This design comes from an exercise in tuning for small area, a short achievable clock period and few clock cycles per item on the open sky130 flow, not from production work. Function was checked by simulation only, so behaviour that the tests miss may differ from the original.

<file path="flow/run.sh">
#!/bin/bash
# synth_recipe.tcl (not shown) runs the flow's synth.tcl, then flattens the netlist and writes it again
# the make line also repeats each setting of config.mk as NAME=value (left out here)
make -C /OpenROAD-flow-scripts/flow DESIGN_CONFIG=/design/flow/config.mk WORK_HOME=/design/flow/orfs CLKGATE_MAP_FILE= SYNTH_SCRIPT=/design/flow/synth_recipe.tcl finish
</file>
<file path="flow/config.mk">
export PLATFORM = sky130hd
export DESIGN_NAME = fma32
export DESIGN_NICKNAME = fma32
export VERILOG_FILES = /design/flow/design.v
export SDC_FILE = /design/flow/constraint.sdc
export NUM_CORES = 4
export LEC_CHECK = 0
export CAP_MARGIN = 20
export CORE_MARGIN = 2
export CORE_UTILIZATION = 40
export SLEW_MARGIN = 20
</file>
<file path="flow/constraint.sdc">
create_clock -name core_clock -period 28.0 [get_ports {clk}]
set_input_delay 5.6000 -clock core_clock [delete_from_list [all_inputs] [get_ports {clk}]]
set_output_delay 5.6000 -clock core_clock [all_outputs]
set_load 0.01 [all_outputs]
</file>
<file path="flow/design.v">
module fma32_core (
    input  wire [31:0] a,
    input  wire [31:0] b,
    input  wire [31:0] c,
    input  wire        strict,
    input  wire [1:0]  rnd,      
    output reg  [31:0] result,
    output reg  [3:0]  flags
);
    localparam RNE = 2'd0, RTZ = 2'd1, RUP = 2'd2, RDN = 2'd3;
    wire [1:0] rm = strict ? rnd : RNE;
    wire       sa = a[31], sb = b[31], sc = c[31];
    wire [7:0] ea = a[30:23], eb = b[30:23], ec = c[30:23];
    wire [22:0] fa = a[22:0], fb = b[22:0], fc = c[22:0];
    wire a_nan = (ea == 8'hFF) && (fa != 0);
    wire b_nan = (eb == 8'hFF) && (fb != 0);
    wire c_nan = (ec == 8'hFF) && (fc != 0);
    wire a_snan = a_nan && !fa[22];
    wire b_snan = b_nan && !fb[22];
    wire c_snan = c_nan && !fc[22];
    wire a_inf = (ea == 8'hFF) && (fa == 0);
    wire b_inf = (eb == 8'hFF) && (fb == 0);
    wire c_inf = (ec == 8'hFF) && (fc == 0);
    wire a_sub = (ea == 0) && (fa != 0);
    wire b_sub = (eb == 0) && (fb != 0);
    wire c_sub = (ec == 0) && (fc != 0);
    wire flush_a = !strict && a_sub;
    wire flush_b = !strict && b_sub;
    wire flush_c = !strict && c_sub;
    wire in_underflow = flush_a || flush_b || flush_c;
    wire a_zero = (ea == 0) && ((fa == 0) || flush_a);
    wire b_zero = (eb == 0) && ((fb == 0) || flush_b);
    wire c_zero = (ec == 0) && ((fc == 0) || flush_c);
    wire any_nan  = a_nan || b_nan || c_nan;
    wire any_snan = a_snan || b_snan || c_snan;
    reg  [31:0] nan_res;
    always @* begin
        if (!strict)    nan_res = 32'h7FC00000;
        else if (a_nan) nan_res = {sa, 8'hFF, 1'b1, fa[21:0]};
        else if (b_nan) nan_res = {sb, 8'hFF, 1'b1, fb[21:0]};
        else            nan_res = {sc, 8'hFF, 1'b1, fc[21:0]};
    end
    wire sp = sa ^ sb;                         
    wire prod_inf  = a_inf || b_inf;
    wire prod_zero = a_zero || b_zero;
    wire inv_mul   = prod_inf && prod_zero;    
    wire inv_add   = prod_inf && !prod_zero && c_inf && (sp != sc);   
    wire [23:0] ma_raw = {(ea != 0), fa};
    wire [23:0] mb_raw = {(eb != 0), fb};
    wire [23:0] mc     = c_zero ? 24'd0 : {(ec != 0), fc};
    function [4:0] lz24(input [23:0] x);
        integer i;
        begin
            lz24 = 5'd0;
            for (i = 0; i < 24; i = i + 1)
                if (x[i]) lz24 = 5'd23 - i[4:0];
        end
    endfunction
    wire [4:0]  lza = lz24(ma_raw);
    wire [4:0]  lzb = lz24(mb_raw);
    wire [23:0] ma = ma_raw << lza;
    wire [23:0] mb = mb_raw << lzb;
    wire signed [11:0] xa = (ea == 0) ? (12'sd1 - $signed({7'd0, lza})) : $signed({4'd0, ea});
    wire signed [11:0] xb = (eb == 0) ? (12'sd1 - $signed({7'd0, lzb})) : $signed({4'd0, eb});
    wire signed [11:0] xc = (ec == 0) ? 12'sd1 : $signed({4'd0, ec});
    wire [47:0] prod = ma * mb;
    wire signed [11:0] ep = xa + xb - 12'sd300;
    wire signed [11:0] d  = xc - 12'sd150 - ep;
    wire               clamp_hi = (d > 12'sd50);
    wire signed [11:0] ep_eff   = clamp_hi ? (xc - 12'sd200) : ep;
    wire [11:0]        rs       = clamp_hi ? 12'd0 : (12'd50 - d);
    wire [77:0] pw = {27'd0, prod, 3'd0};
    reg  [77:0] cw;
    reg         c_sticky;
    reg  [153:0] ctmp;
    always @* begin
        ctmp = {1'b0, mc, 53'd0, 76'd0} >> rs;    
        if (rs > 12'd100) begin
            cw = 78'd0;
            c_sticky = (mc != 0);
        end else begin
            cw = ctmp[153:76];
            c_sticky = (ctmp[75:0] != 0);
        end
        cw[0] = cw[0] | c_sticky;
    end
    wire        eff_sub = sp ^ sc;
    wire [77:0] sum_add = pw + cw;
    wire [78:0] sum_sub = {1'b0, pw} - {1'b0, cw};
    wire        neg_res = eff_sub && sum_sub[78];
    wire [77:0] mag     = eff_sub ? (neg_res ? (cw - pw) : sum_sub[77:0]) : sum_add;
    wire        rsign   = neg_res ? sc : sp;
    wire        mag_zero = (mag == 0);
    reg [6:0] L;    
    integer k;
    always @* begin
        L = 7'd0;
        for (k = 0; k < 78; k = k + 1)
            if (mag[k]) L = k[6:0];
    end
    wire signed [11:0] E_norm = ep_eff + $signed({5'd0, L}) + 12'sd124;
    wire               is_normal = (E_norm >= 12'sd1);
    wire signed [11:0] rp = is_normal ? ($signed({5'd0, L}) - 12'sd23) : (-12'sd146 - ep_eff);
    wire signed [11:0] ls = 12'sd54 - rp;      
    reg [77:0] mn;
    reg        sh_sticky;
    reg [155:0] rtmp;
    always @* begin
        rtmp = 156'd0;
        sh_sticky = 1'b0;
        if (ls >= 0) begin
            mn = mag << ls[6:0];
        end else if (ls < -12'sd77) begin
            mn = 78'd0;
            sh_sticky = !mag_zero;
        end else begin
            rtmp = {mag, 78'd0} >> (-ls);
            mn = rtmp[155:78];
            sh_sticky = (rtmp[77:0] != 0);
        end
    end
    wire [7:0]  e_field = is_normal ? E_norm[7:0] : 8'd0;
    wire        pre_ovf = is_normal && (E_norm >= 12'sd255);
    wire        lsb     = mn[54];
    wire        rbit    = mn[53];
    wire        sticky  = (mn[52:0] != 0) || sh_sticky;
    wire        inexact = rbit || sticky;
    reg         inc;
    always @* begin
        case (rm)
            RNE: inc = rbit && (sticky || lsb);
            RTZ: inc = 1'b0;
            RUP: inc = !rsign && inexact;
            default: inc = rsign && inexact;
        endcase
    end
    wire [30:0] rounded = {e_field, mn[76:54]} + {30'd0, inc};
    wire        ovf     = pre_ovf || (rounded[30:23] == 8'hFF);
    wire        to_inf  = (rm == RNE) || (rm == RUP && !rsign) || (rm == RDN && rsign);
    wire        res_zero = (rounded == 0);
    wire        res_sub  = (rounded[30:23] == 0);
    always @* begin
        flags  = 4'b0000;
        result = 32'd0;
        if (any_nan) begin
            result = nan_res;
            if (strict && any_snan) flags = 4'b1000;
        end else if (inv_mul || inv_add) begin
            result = 32'h7FC00000;
            flags  = 4'b1000;
        end else if (prod_inf) begin
            result = {sp, 8'hFF, 23'd0};
        end else if (c_inf) begin
            result = {sc, 8'hFF, 23'd0};
        end else if (prod_zero) begin
            if (!c_zero)
                result = c;
            else if (sp == sc)
                result = {sp, 31'd0};
            else
                result = {(rm == RDN), 31'd0};
        end else if (mag_zero) begin
            result = {(rm == RDN), 31'd0};
        end else if (ovf) begin
            if (!strict) begin
                result = {rsign, 31'h7F7FFFFF};
                flags  = 4'b0010;
            end else begin
                result = to_inf ? {rsign, 8'hFF, 23'd0} : {rsign, 31'h7F7FFFFF};
                flags  = 4'b0100;
            end
        end else if (res_zero || (!strict && res_sub)) begin
            result = {rsign, 31'd0};
            flags  = 4'b0001;
        end else begin
            result = {rsign, rounded};
        end
        if (flags == 4'b0000 && in_underflow)
            flags = 4'b0001;
    end
endmodule
module fma32 (
    input  wire        clk,
    input  wire        rst,         
    input  wire        in_valid,
    input  wire [31:0] a,
    input  wire [31:0] b,
    input  wire [31:0] c,
    input  wire        strict,      
    input  wire [1:0]  rnd,         
    output reg         out_valid,
    output reg  [31:0] result,
    output reg  [3:0]  flags        
);
    reg        s1_valid;
    reg [31:0] s1_a, s1_b, s1_c;
    reg        s1_strict;
    reg [1:0]  s1_rnd;
    wire [31:0] core_result;
    wire [3:0]  core_flags;
    fma32_core u_core (
        .a      (s1_a),
        .b      (s1_b),
        .c      (s1_c),
        .strict (s1_strict),
        .rnd    (s1_rnd),
        .result (core_result),
        .flags  (core_flags)
    );
    always @(posedge clk) begin
        if (rst) begin
            s1_valid  <= 1'b0;
            out_valid <= 1'b0;
        end else begin
            s1_valid  <= in_valid;
            out_valid <= s1_valid;
        end
    end
    always @(posedge clk) begin
        s1_a      <= a;
        s1_b      <= b;
        s1_c      <= c;
        s1_strict <= strict;
        s1_rnd    <= rnd;
        result    <= core_result;
        flags     <= core_flags;
    end
endmodule
</file>
==> run_summary.xml <==
<?xml version="1.0" encoding="UTF-8"?>
<metrics>
  <group name="floorplan">
    <metric name="coreArea" unit="µm²">148000</metric>
    <metric name="initial_utilization" unit="%">40.3</metric>
    <metric name="placement_rows" unit="">141</metric>
    <metric name="chip_width" unit="µm">390</metric>
    <metric name="area_of_the_die" unit="µm²">152000</metric>
    <metric name="pin_count" unit="">139</metric>
    <metric name="die_y" unit="µm">390</metric>
  </group>
  <group name="critical_path">
    <metric name="critical_path_class" unit="">reg2reg</metric>
    <metric name="worst_r2r_path_depth" unit="">101</metric>
    <metric name="critical_path.reg2reg.endpoint" unit="">result[12]</metric>
    <metric name="critical_path.n_buffers_inverters" unit="">18</metric>
    <metric name="cp_num_cells" unit="">101</metric>
    <metric name="worst_path_max_delay_cell" unit="">sky130_fd_sc_hd__o21ai_0</metric>
    <metric name="timing.critical_path.fanout_max" unit="">39</metric>
    <metric name="timing.critical_path.mode_cell" unit="">sky130_fd_sc_hd__buf_4</metric>
    <metric name="r2r-start" unit="">s1_b[27]</metric>
    <metric name="timing.critical_path.slowest_cell_delay" unit="ps">1010</metric>
    <metric name="worst_ep_required_time" unit="ps">28370</metric>
    <metric name="cp-start-kind" unit="">register</metric>
    <metric name="cp_data_arrival_time" unit="ps">27420</metric>
    <metric name="r2r_setup_slack" unit="ps">950</metric>
    <metric name="path_delay_family" unit="">compound AO/OA/AOI/OAI gates</metric>
    <metric name="sort_of_element_at_the_end_of_the_critical_path" unit="">register</metric>
  </group>
  <group name="yosys">
    <metric name="sequential_share_of_the_synthesized_area" unit="%">4.60</metric>
    <metric name="ys_dominant_reg_cell" unit="">sky130_fd_sc_hd__dfxtp_1</metric>
    <metric name="ys_types" unit="">146</metric>
    <metric name="synth-seq-cells" unit="">137</metric>
    <metric name="mappedNetlistArea" unit="µm²">59600</metric>
    <metric name="asyncSetResetFlopFracSynth" unit="%">0</metric>
    <metric name="synth_enable_flop_cells" unit="">0</metric>
    <metric name="syn_inst" unit="">8319</metric>
    <metric name="synthesis.area_per_instance" unit="µm²">7.17</metric>
    <metric name="yosys_warns" unit="">2</metric>
    <metric name="syn_nets" unit="">9312</metric>
  </group>
  <group name="sta">
    <metric name="max_freq" unit="MHz">37.0</metric>
    <metric name="worst_setup_skew_after_layout" unit="ps">53.2</metric>
    <metric name="finalHoldViolations" unit="">0</metric>
    <metric name="slew_violations" unit="">0</metric>
    <metric name="slew_headroom" unit="%">14.5</metric>
    <metric name="slew_worst_pin" unit="ps">1270</metric>
    <metric name="grt_setup_unrepaired" unit="">true</metric>
    <metric name="final.hold.worst_slack" unit="ps">453</metric>
    <metric name="report.final.setup_viol" unit="">0</metric>
    <metric name="period_needed" unit="ps">27050</metric>
    <metric name="final_min_period_over_clock_period" unit="%">96.6</metric>
    <metric name="fin_tns_setup" unit="ps">0</metric>
  </group>
  <group name="final_layout">
    <metric name="mostFrequentLayoutCells" unit="">1774 x sky130_fd_sc_hd__buf_4, 1033 x sky130_fd_sc_hd__nand2_1, 815 x sky130_fd_sc_hd__nor2_1</metric>
    <metric name="final_common_cell" unit="">sky130_fd_sc_hd__buf_4</metric>
    <metric name="syn_to_final_growth" unit="%">30.1</metric>
    <metric name="share_of_post_route_cells_with_drive_strength_above_1" unit="%">24.1</metric>
    <metric name="layout_cells_excl_fill" unit="">11763</metric>
    <metric name="final_nets" unit="">10808</metric>
  </group>
  <group name="detailed_routing">
    <metric name="finalWirelength" unit="µm">355000</metric>
    <metric name="detail_route.iter0.violations" unit="">10534</metric>
    <metric name="num_vias" unit="">76150</metric>
    <metric name="final_antenna_net_count" unit="">0</metric>
    <metric name="detailedRoute.firstPassIterationCount" unit="">7</metric>
    <metric name="drcViolationCount" unit="">0</metric>
    <metric name="avgViaCountPerCell" unit="">6.47</metric>
    <metric name="post_drt_wl_per_cell" unit="µm">30.2</metric>
  </group>
  <group name="clock_tree">
    <metric name="cts-buffers-inserted" unit="">17</metric>
    <metric name="htree_levels" unit="">4</metric>
    <metric name="cts_tree" unit="">built</metric>
    <metric name="cts_max_path_buffers" unit="">2</metric>
    <metric name="cts_hold_buffers" unit="">0</metric>
    <metric name="worstSkewPairLatency" unit="ps">500</metric>
    <metric name="clockRootBuffer" unit="">sky130_fd_sc_hd__clkbuf_16</metric>
    <metric name="cts_num_sinks" unit="">137</metric>
    <metric name="clkTransAtPathRegs" unit="ps">110</metric>
  </group>
  <group name="global_routing">
    <metric name="grt_antenna_before_repair" unit="">18</metric>
    <metric name="overall_global_routing_usage" unit="%">45.0</metric>
    <metric name="grt_max_degree" unit="">128</metric>
    <metric name="via_count_of_the_first_global_routing_pass" unit="">73280</metric>
    <metric name="grt_first_pass_wirelength" unit="µm">507000</metric>
    <metric name="global_route.overflow_total" unit="">0</metric>
  </group>
  <group name="min_path">
    <metric name="worstHoldPathType" unit="">reg2reg</metric>
    <metric name="hold_path.startpoint" unit="">s1_valid</metric>
    <metric name="hold-path-cell-count" unit="">1</metric>
    <metric name="hold_ep" unit="">out_valid</metric>
  </group>
  <group name="placement">
    <metric name="gp_routability_congestion" unit="">1.10</metric>
    <metric name="place_hpwl" unit="µm">296000</metric>
    <metric name="numPortBuffers" unit="">138</metric>
    <metric name="dpl.cell_count" unit="">11676</metric>
  </group>
  <group name="run">
    <metric name="drv_cap" unit="">0</metric>
  </group>
  <group name="run_status">
    <metric name="result_of_the_run" unit="">timing/DRC/antenna clean</metric>
  </group>
</metrics>
==> flip-flops by register name, indices dropped and copies added, names as in the netlist <==
| register | cells |
|---|---|
| result | 32 |
| s1_a | 32 |
| s1_b | 32 |
| s1_c | 32 |
| flags | 4 |
| s1_rnd | 2 |
| out_valid | 1 |
| s1_strict | 1 |
| s1_valid | 1 |
==> final cells by class <==
cell class | instances | area (µm²)
inverter | 794 | 2980
clock inverter | 13 | 179
clock buffer | 18 | 439
sequential | 137 | 2740
fill | 14641 | 70300
tap | 1930 | 2410
timing repair buffer | 1970 | 15800
antenna | 6 | 15.0
multi-input combinational | 6895 | 53000
==> how the worst max path moves through the flow <==
stage,startpoint,end
2_1_floorplan,s1_a[1],result[14]
3_3_place_gp,s1_a[1],result[12]
3_5_place_dp,s1_b[1],result[12]
4_1_cts,s1_a[1],result[12]
5_1_grt,s1_a[1],result[12]
6_report,s1_b[27],result[12]
==> layer usage <==
metal	part of all wire, %	global-route usage [%]	wire [µm]
met1	37	55.7	132000
met2	42	68.0	150000
met3	12	12.4	43000
met5	0.012	0	44
met4	8.4	30.0	29800
==> kinds of logic after synthesis <==
kind of cell	share of synthesized area [%]
and+or+nand+nor	24.6
AOI/OAI and AO/OA	27.3
buffers and inverters	8.56
adders and majority gates	24.8
muxes	7.46
xor gates and xnor gates	2.63
DFF	4.60
==> timing repair <==
action | CTS | global route
buffers inserted | 6 | 36
gates resized for setup | 31 | 218
setup endpoints to repair | 34 | 34
pin swaps | 6 | 81
cloned | 3 | 5
==> per-stage QoR <==
stage	instance area, µm²	utilization [%]	setup WS (ps)
detailed placement	75400	51.0	-800
floorplan	59700	-	8.05
global placement	75400	51.0	-1100
CTS	76300	51.6	53.8
global route	77600	52.5	-303
finish	77600	52.5	946
==> cells in the mapped netlist, types with 67 or more instances <==
cell type,instances,share of area (%)
sky130_fd_sc_hd__a211oi_1,128,1.6
sky130_fd_sc_hd__a21o_1,92,1.2
sky130_fd_sc_hd__a21oi_1,579,4.9
sky130_fd_sc_hd__a31oi_1,79,0.83
sky130_fd_sc_hd__and2_1,84,0.88
sky130_fd_sc_hd__and3_1,70,0.73
sky130_fd_sc_hd__buf_2,84,0.71
sky130_fd_sc_hd__clkbuf_1,327,2.1
sky130_fd_sc_hd__dfxtp_1,137,4.6
sky130_fd_sc_hd__fa_1,487,16
sky130_fd_sc_hd__ha_1,404,8.5
sky130_fd_sc_hd__inv_1,788,5.0
sky130_fd_sc_hd__mux2i_1,243,4.1
sky130_fd_sc_hd__mux4_2,67,2.5
sky130_fd_sc_hd__nand2_1,1038,6.5
sky130_fd_sc_hd__nand2b_1,73,0.77
sky130_fd_sc_hd__nand3_1,200,1.7
sky130_fd_sc_hd__nand4_1,112,1.2
sky130_fd_sc_hd__nor2_1,823,5.2
sky130_fd_sc_hd__nor3_1,232,1.9
sky130_fd_sc_hd__nor4_1,82,0.86
sky130_fd_sc_hd__o211ai_1,98,1.2
sky130_fd_sc_hd__o21ai_0,439,3.7
sky130_fd_sc_hd__o22ai_1,80,0.84
sky130_fd_sc_hd__or3_1,76,0.80
sky130_fd_sc_hd__xnor2_1,115,1.7
Testbench counts, summed over its fixed seeds: cycles 12,012, items 12,000.

-- port drivers added, routing unchanged --
In the flow no input, the clock included, has a driving cell. The finished layout below was timed again as built, in two steps. Step 1 assumes that a clkbuf_16 drives the clock port and a buf_2 every other input. Step 2 times the ports against the registers' clock, not the clock port: input delays grow and output delays shrink by t, the midpoint of the rising clock arrivals with the driver on. Three values: ideal ports, drivers, drivers and shift; two values: the first two.
t (ns): 0.539
setup WS [ns]: 0.946 / 0.946 / 0.946
worst hold slack (ns): 0.453 / 0.453 / 0.453
worst data-port slew with drivers (ns): 0.28
cell pins on the clock port's net: 1
After both steps setup and hold are still met in this run. For this run, drivers alone change the setup slack by 0.000 ns; drivers and shift together by 0.000 ns.
